From an optimization exercise on the open Yosys and OpenROAD flow, aimed at small area, a short achievable clock period and few clock cycles per item; shortcuts taken in it are not production practice.
In this exercise RTL edits were held to simulation tests only and were not proved equivalent to the original.

==> flow/config.mk <==
export PLATFORM = sky130hd
export DESIGN_NAME = echo_measure
export DESIGN_NICKNAME = echo_measure
export VERILOG_FILES = /design/flow/design.v
export SDC_FILE = /design/flow/constraint.sdc
export NUM_CORES = 4
export LEC_CHECK = 0
export CAP_MARGIN = 20
export CORE_MARGIN = 2
export CORE_UTILIZATION = 40
export SLEW_MARGIN = 20
==> flow/constraint.sdc <==
create_clock -name core_clock -period 12.0 [get_ports {clk}]
set_input_delay 2.4000 -clock core_clock [delete_from_list [all_inputs] [get_ports {clk}]]
set_output_delay 2.4000 -clock core_clock [all_outputs]
set_load 0.01 [all_outputs]
==> flow/design.v <==
module em_r4 #(
    parameter W = 20         
) (
    input  wire [W-1:0] r,
    input  wire [1:0]   b,
    input  wire [W-1:0] d1,
    input  wire [W+1:0] d3,
    output wire [W-1:0] rn,
    output wire [1:0]   q
);
    wire [W+1:0] t  = {r, b};
    wire [W+2:0] s1 = {1'b0, t} - {3'b0, d1};
    wire [W+2:0] s2 = {1'b0, t} - {2'b0, d1, 1'b0};
    wire [W+2:0] s3 = {1'b0, t} - {1'b0, d3};
    assign q  = !s3[W+2] ? 2'd3 : !s2[W+2] ? 2'd2 : !s1[W+2] ? 2'd1 : 2'd0;
    assign rn = !s3[W+2] ? s3[W-1:0] : !s2[W+2] ? s2[W-1:0] : !s1[W+2] ? s1[W-1:0] : t[W-1:0];
endmodule
module em_sq (
    input  wire [9:0] r,
    input  wire [7:0] root,
    input  wire [1:0] b,
    output wire [9:0] rn,
    output wire [7:0] rootn
);
    wire [11:0] t  = {r, b};
    wire [12:0] s  = {1'b0, t} - {3'b0, root, 2'b01};
    assign rn    = s[12] ? t[9:0] : s[9:0];
    assign rootn = {root[6:0], !s[12]};
endmodule
module echo_measure (
    input  wire        clk,
    input  wire        rst,
    input  wire        in_valid,
    output wire        in_ready,
    input  wire [19:0] wstart,     
    input  wire [2:0]  width,      
    input  wire [10:0] idx,        
    input  wire [19:0] peak,       
    input  wire [19:0] left,       
    input  wire [19:0] right,      
    input  wire        left_bg,    
    input  wire        right_bg,   
    input  wire [23:0] b16,        
    input  wire [30:0] run_sum,    
    input  wire [11:0] run_len,    
    input  wire [19:0] shots,      
    output reg         out_valid,
    input  wire        out_ready,
    output reg  [19:0] range,
    output reg  [3:0]  frac,
    output reg  [19:0] amp,
    output reg  [7:0]  qual
);
    reg  [2:0] cnt;
    reg        fv;                               
    wire idle = (cnt == 3'd0);
    wire c1   = (cnt == 3'd1);
    wire c2   = (cnt == 3'd2);
    wire last = (cnt == 3'd6);
    wire run  = !idle && !last;                  
    wire free = !out_valid && !fv;
    wire fire = last && free;
    assign in_ready = idle || fire;
    wire ld   = in_ready;                        
    wire take = in_valid && in_ready;
    always @(posedge clk) begin
        if (rst) begin
            cnt       <= 3'd0;
            fv        <= 1'b0;
            out_valid <= 1'b0;
        end else begin
            if (take)
                cnt <= 3'd1;
            else if (run)
                cnt <= cnt + 3'd1;
            else if (fire)
                cnt <= 3'd0;
            fv <= fire;
            if (fv)
                out_valid <= 1'b1;
            else if (out_ready)
                out_valid <= 1'b0;
        end
    end
    reg [30:0] rB;           
    reg [2:0]  rW;
    wire [19:0] r_ws  = rB[30:11];
    wire [10:0] r_idx = rB[10:0];
    wire [26:0] base  = {3'b0, r_ws, 4'b0} + ({12'b0, r_idx, 4'b1000} << rW) - 27'd8;
    always @(posedge clk)
        if (ld) begin
            rB <= {wstart, idx};
            rW <= width;
        end else if (c1)
            rB <= {4'b0, base};
    reg [25:0] dS;           
    reg [25:0] dD;           
    reg [27:0] d3;           
    reg [7:0]  dQ;
    reg        dQ10, dNeg;
    wire [24:0] in_a16 = left_bg  ? {1'b0, b16} : {1'b0, left, 4'b0};
    wire [24:0] in_c16 = right_bg ? {1'b0, b16} : {1'b0, right, 4'b0};
    wire [24:0] pa16  = dS[24:0];
    wire [24:0] pc16  = dD[24:0];
    wire [24:0] pp16  = {1'b0, d3[19:0], 4'b0};
    wire [25:0] dca   = {1'b0, pc16} - {1'b0, pa16};
    wire [25:0] dac   = {1'b0, pa16} - {1'b0, pc16};
    wire        dneg  = dca[25];                  
    wire [25:0] dmag  = dneg ? dac : dca;
    wire [25:0] dden  = {pp16, 1'b0} - {1'b0, pa16} - {1'b0, pc16};
    wire [27:0] dden3 = {1'b0, pp16, 2'b0} + {2'b0, pp16, 1'b0}
                      - {2'b0, pa16, 1'b0} - {3'b0, pa16}
                      - {2'b0, pc16, 1'b0} - {3'b0, pc16};
    wire        dq10  = (pp16 == pc16);          
    wire [25:0] drn;
    wire [1:0]  dq;
    em_r4 #(.W(26)) u_dr4 (.r(dS), .b(2'b00), .d1(dD), .d3(d3), .rn(drn), .q(dq));
    always @(posedge clk) begin
        if (ld) begin
            dS <= {1'b0, in_a16};
            dD <= {1'b0, in_c16};
            d3 <= {8'b0, peak};
        end else if (c1) begin
            dS   <= dq10 ? 26'd0 : dmag;
            dD   <= dden;
            d3   <= dden3;
            dQ10 <= dq10;
            dNeg <= dneg;
        end else if (run) begin
            dS <= drn;
            dQ <= {dQ[5:0], dq};
        end
    end
    reg [26:0] fB;
    reg [2:0]  fW;
    reg [10:0] fQ;
    reg        fNeg;
    always @(posedge clk) begin
        fB   <= rB[26:0];
        fW   <= rW;
        fQ   <= {dQ10, dQ, dq};
        fNeg <= dNeg;
    end
    wire [10:0] fQs  = fQ >> (3'd6 - fW);
    wire [26:0] fmk  = {17'b0, fQs[10:1]};
    wire [26:0] r16  = fB + (fNeg ? ~fmk : fmk) + {26'b0, fNeg ^ fQs[0]};
    wire r_lo = r16[26];
    wire r_hi = !r16[26] && (r16[25:24] != 2'b00);
    reg [19:0] aS;
    reg [19:0] aF;
    reg [21:0] a3;
    reg [19:0] aN;
    reg        aSat;
    reg [23:0] qB;
    wire [30:0] a_sum = {aS, aF[19:9]};
    wire [11:0] a_len = {aF[8:0], a3[2:0]};
    reg  [39:0] a_f;
    integer j;
    always @* begin
        a_f = {1'b0, a_sum, 8'b0} + {21'b0, aN[19:1]};
        for (j = 0; j < 12; j = j + 1)
            a_f = a_f - ((a_len[j] ? {16'b0, qB} : 40'd0) << (j + 4));
    end
    wire [19:0] ar1, ar2;
    wire [1:0]  aq1, aq2;
    em_r4 #(.W(20)) u_ar4a (.r(aS),  .b(aF[19:18]), .d1(aN), .d3(a3), .rn(ar1), .q(aq1));
    em_r4 #(.W(20)) u_ar4b (.r(ar1), .b(aF[17:16]), .d1(aN), .d3(a3), .rn(ar2), .q(aq2));
    wire        a_sat = !(aS < aN);
    always @(posedge clk) begin
        if (ld) begin
            {aS, aF, a3[2:0]} <= {run_sum, run_len};
            aN <= shots;
        end else if (c1) begin
            aS <= a_f[39:20];
            aF <= a_f[19:0];
            a3 <= {2'b0, aN} + {1'b0, aN, 1'b0};
        end else if (run) begin
            aS <= ar2;
            aF <= {aF[15:0], aq1, aq2};
            if (c2)
                aSat <= a_sat;
        end
    end
    reg [23:0] qS;
    reg [15:0] qD;
    reg [25:0] q3;
    reg        qHi, qSat;
    reg [9:0]  iR;
    reg [7:0]  iRoot;
    wire [23:0] in_x = {peak, 4'b0} - b16;       
    wire [19:0] xq = qS[19:0];
    reg  [39:0] xsq;
    integer i;
    always @* begin
        xsq = 40'd0;
        for (i = 0; i < 20; i = i + 1)
            xsq[2*i] = xq[i];
        for (i = 0; i < 19; i = i + 1)
            xsq = xsq + ((xq[i] ? ({20'b0, xq} >> (i + 1)) : 40'd0) << (2 * i + 2));
    end
    wire [23:0] qBm = (qB[23:4] == 20'd0) ? 24'd16 : qB;
    wire [23:0] qr1, qr2;
    wire [1:0]  qq1, qq2;
    em_r4 #(.W(24)) u_qr4a (.r(qS),  .b(qD[15:14]), .d1(qB), .d3(q3), .rn(qr1), .q(qq1));
    em_r4 #(.W(24)) u_qr4b (.r(qr1), .b(qD[13:12]), .d1(qB), .d3(q3), .rn(qr2), .q(qq2));
    wire        q_sat = !(qS < qB);
    wire [9:0] iR1, iR2;
    wire [7:0] iQ1, iQ2;
    em_sq u_sqa (.r(iR),  .root(iRoot), .b(qD[3:2]), .rn(iR1), .rootn(iQ1));
    em_sq u_sqb (.r(iR1), .root(iQ1),   .b(qD[1:0]), .rn(iR2), .rootn(iQ2));
    always @(posedge clk) begin
        if (ld) begin
            qS <= in_x;
            qB <= b16;
        end else if (c1) begin
            qHi <= |qS[23:20];
            qS  <= xsq[39:16];
            qD  <= xsq[15:0];
            qB  <= qBm;
            q3  <= {2'b0, qBm} + {1'b0, qBm, 1'b0};
        end else if (run) begin
            qS <= qr2;
            qD <= {qD[11:0], qq1, qq2};
            if (c2) begin
                qSat  <= q_sat;
                iR    <= 10'd0;
                iRoot <= 8'd0;
            end else begin
                iR    <= iR2;
                iRoot <= iQ2;
            end
        end
    end
    always @(posedge clk) begin
        if (fire) begin
            amp  <= aSat ? 20'hFFFFF : {aF[15:0], aq1, aq2};
            qual <= (qHi || qSat) ? 8'd255 : iQ2;
        end
        if (fv) begin
            range <= r_lo ? 20'd0 : r_hi ? 20'hFFFFF : r16[23:4];
            frac  <= r_lo ? 4'd0  : r_hi ? 4'd15     : r16[3:0];
        end
    end
endmodule
==> flow/run.sh <==
#!/bin/bash
# synth_recipe.tcl (not shown) runs the flow's synth.tcl, then flattens the netlist and writes it again
# the make line also repeats each setting of config.mk as NAME=value (left out here)
make -C /OpenROAD-flow-scripts/flow DESIGN_CONFIG=/design/flow/config.mk WORK_HOME=/design/flow/orfs CLKGATE_MAP_FILE= SYNTH_SCRIPT=/design/flow/synth_recipe.tcl finish
==> impl_results.md <==
- Clk_skew: ~0.064 ns
- Slowest cell on the critical path: edfxtp_1
- Largest net degree at the start of global routing: between 100 and 150
- Worst Setup Start Kind: flop
- Grt met1 use: approximately a third
- Min Tclk post-route: about 9.6 ns
- Total CTS buffers: between 50 and 60
- Status: complete, no violations
- Cell accounting for the most synthesized area: ha_1
- Post_cts resized: 0
- FMAX: 104 MHz
- # Post-CTS Setup Buffers: 0
- Avg WL per Cell: 22.2 um
- Clock Pin Slew Worst Setup and Hold Paths: 0.07 ns
- Synth Flop Type: edfxtp_1
- Root Buffer: clkbuf_16
- Site Rows: 150
- Finished Cell Area: 73,700 sq um
- I/O pin count: about 240
- DR iter-0 viols: 4,435
- Gr ovfl total: 0
- CTS tree: yes
- Worst Path Required: ~13 ns
- Filler cell count in the final layout: 16,332
- Setup TNS: 0 ns
- Vias in the first global route: between 50,000 and 60,000
- Synth Area per Inst: 8.64 sq um
- Clk sinks: ~420
- Synth warnings: 1
- Initial core utilization: about 40%
- Antenna violations before repair: 12
- Nets: between 9,000 and 10,000
- Period Utilization, post-route: between 80% and 90%
- Share of layout cells above drive strength 1: 3.83%
- Slew Limit Headroom: between 20% and 30%
- Leading post-synthesis cells by cell area: ha_1, edfxtp_1, fa_1
- Number of H-tree levels: 2
- CP max FO: 23
- Clock Path Buffers: 3
- Ys async rst share: 0%
- CORE AREA: approximately 170,000 sq um
- Iteration count of the initial detailed-routing pass: 6
- Post-Syn Area: around 67,000 sq um
- Final hold violation count: 0
- Critical path type: reg2reg
- Final setup fails: 0
- Die width: roughly 410 um
- Gr usage total: approximately 26%
- CP arrival: 10.15 ns
- Post-Synthesis Cells: just under 8,000
- GR Layer Usage met2: 43.0%
- RSZ-0062 raised after global routing: no
- Input/output buffers: 240
- Worst Hold Class: reg2reg
- Most Crowded Layer GR: met2
- Via Count: approximately 58,000
- Share of the synthesized area in the top cell type: ~17%
- Post-DRT Antenna Nets: 0
- Syn-to-layout area delta: 10.3%
- Crit end category: flop
- Cells after DPL: 10,006
- Slew of the pin with the lowest slew margin: around 1.1 ns
- Sequential fraction of the synthesis area: between 10% and 20%
- Post-synth cell types: 91
- First-pass GRT wire length: around 340 mm
- Final wirelength: roughly 220 mm
- # Max-Cap Violations: 0
- #FFs+latches synth: 416
- Slew Viols, Final: 0
- Max stage delay on crit path: 0.95 ns
- Vias per cell: between 5 and 6
- GPL Wtd Cong: about 0.96
- Final non-filler cell total: 10,115
- GR Layer Usage met3: around 3.2%
- EDFF count, synth: 359
- Die ar.: 170,000 sq um
- DRC viols: 0
- Post-DP HPWL: approximately 180 mm
- Clock Latency Late Sink: 0.70 ns
- Cell Area, Placed: 71,800 sq um
- Die Y-Extent: between 400 and 500 um
- Syn nets: between 9,000 and 10,000
- Cts hold-fix bufs: 0
## sequential cells by signal, indices dropped and copies added, names as in the netlist, 22 cells and up
signal	count
rB	31
d3	28
fB	27
dD	26
dS	26
q3	26
qB	24
qS	24
a3	22
## final cells by class
class,count,area (sq um),area share [%]
Multi-Input combinational cell,6214,50800,69.0
Sequential cell,416,11900,16.2
Timing Repair Buffer,330,3100,4.21
Clock inverter,32,380,0.516
Tap cell,2204,2760,3.74
Inverter,845,3190,4.33
Antenna cell,6,15.0,0.0204
Clock buffer,68,1480,2.01
## worst paths after layout
check | slack [ns] | to | startpoint | depth (start not counted)
min reg2reg | 0.34 | fQ[8] | dQ[6] | 0
min | 0.34 | fQ[8] | dQ[6] | 0
max | 2.36 | aS[6] | a3[1] | 25
max reg2reg | 2.36 | aS[6] | a3[1] | 25
## cell usage in the layout, fill, tap and decap left out, types with 20 or more instances in the layout
| cell type | instances |
|---|---|
| inv_1 | 839 |
| o21bai_1 | 61 |
| buf_4 | 86 |
| o31ai_1 | 32 |
| a211oi_1 | 78 |
| edfxtp_1 | 359 |
| o21ai_0 | 460 |
| a211o_1 | 28 |
| o21a_1 | 108 |
| a21boi_0 | 29 |
| a21oi_1 | 540 |
| fa_1 | 531 |
| or3_1 | 63 |
| and3_1 | 50 |
| nand2_1 | 739 |
| dfxtp_1 | 57 |
| clkdlybuf4s50_1 | 238 |
| nand2b_1 | 91 |
| a31oi_1 | 59 |
| o2111ai_1 | 20 |
| nor2_1 | 468 |
| o211ai_1 | 72 |
| or2_2 | 41 |
| o22ai_1 | 31 |
| nor2b_1 | 104 |
| and2_1 | 246 |
| a221oi_1 | 26 |
| nor3_1 | 125 |
| xnor2_1 | 327 |
| nand3_1 | 128 |
| clkbuf_16 | 57 |
| mux2_2 | 29 |
| nand4_1 | 28 |
| mux2i_1 | 112 |
| o31a_1 | 29 |
| nor4_1 | 38 |
| a21o_1 | 177 |
| xor2_1 | 179 |
| ha_1 | 891 |
## logic make-up after synthesis
family	share of synthesized area (%)
adder cells (fa/ha/maj)	32.6
multiplexers	2.37
AO/OA/AOI/OAI	18.8
XOR/XNOR	6.64
flip-flops	17.8
buffers and inverters	6.23
AND/OR/NAND/NOR	15.5
## per-stage QoR
step                      util [%]  hold slack [ns]  worst slack (ns)
after floorplan                  -            0.323              4.66
after global placement        43.1            0.324              2.97
after detailed placement      43.1            0.328              2.67
after CTS                     44.2            0.342              2.63
after global routing          44.3            0.353              1.77
final                         44.3            0.340              2.36
## synth_stat cells, drive strengths merged, types with 105 or more instances
| cell type | count |
|---|---|
| ha | 891 |
| inv | 844 |
| nand2 | 739 |
| a21oi | 542 |
| fa | 531 |
| o21ai | 473 |
| nor2 | 471 |
| edfxtp | 359 |
| xnor2 | 328 |
| and2 | 246 |
| clkbuf | 230 |
| xor2 | 179 |
| a21o | 177 |
| nand3 | 128 |
| nor3 | 125 |
| mux2i | 112 |
| o21a | 108 |
| nor2b | 105 |
## routing by layer
metal	up-vias	routed length, um
met1	28088	98200
met3	366	14600
met2	1905	104000
li1	27249	-
met4	8	8100
met5	-	57
## worst max-delay path, delay by kind of cell, from the launching register on
kind	cells	cell delay, ns
AO/OA/AOI/OAI	16	4.93
adder cells (fa/ha/maj)	2	0.92
buffers and inverters	2	0.75
flip-flops	1	0.95
multiplexers	1	0.50
AND/OR/NAND/NOR	4	1.42
Testbench counts, summed over its fixed seeds: cycles 7,704, items 1,280.

-- afterwards: timing with drivers on the ports --
The results above use ideal ports. As a check the final layout listed here was re-extracted and re-timed, cells and wires unchanged.
Step 1 assumes that a clkbuf_16 drives the clock port and a buf_2 every other input.
Step 2 times the ports against the registers' clock, not the clock port: input delays grow and output delays shrink by t, the midpoint of the rising clock arrivals with the driver on.
Three values: ideal, step 1, step 2; two values: the first two.
t, ns: 0.740
setup slack, ns: 2.359 / 2.359 / 2.359
worst setup path at the end: register to register
cell pins on the clock port's net: 1
After both steps setup and hold are still met in this run. The setup slack of this run moves by 0.000 ns with the drivers and by 0.000 ns with both steps.
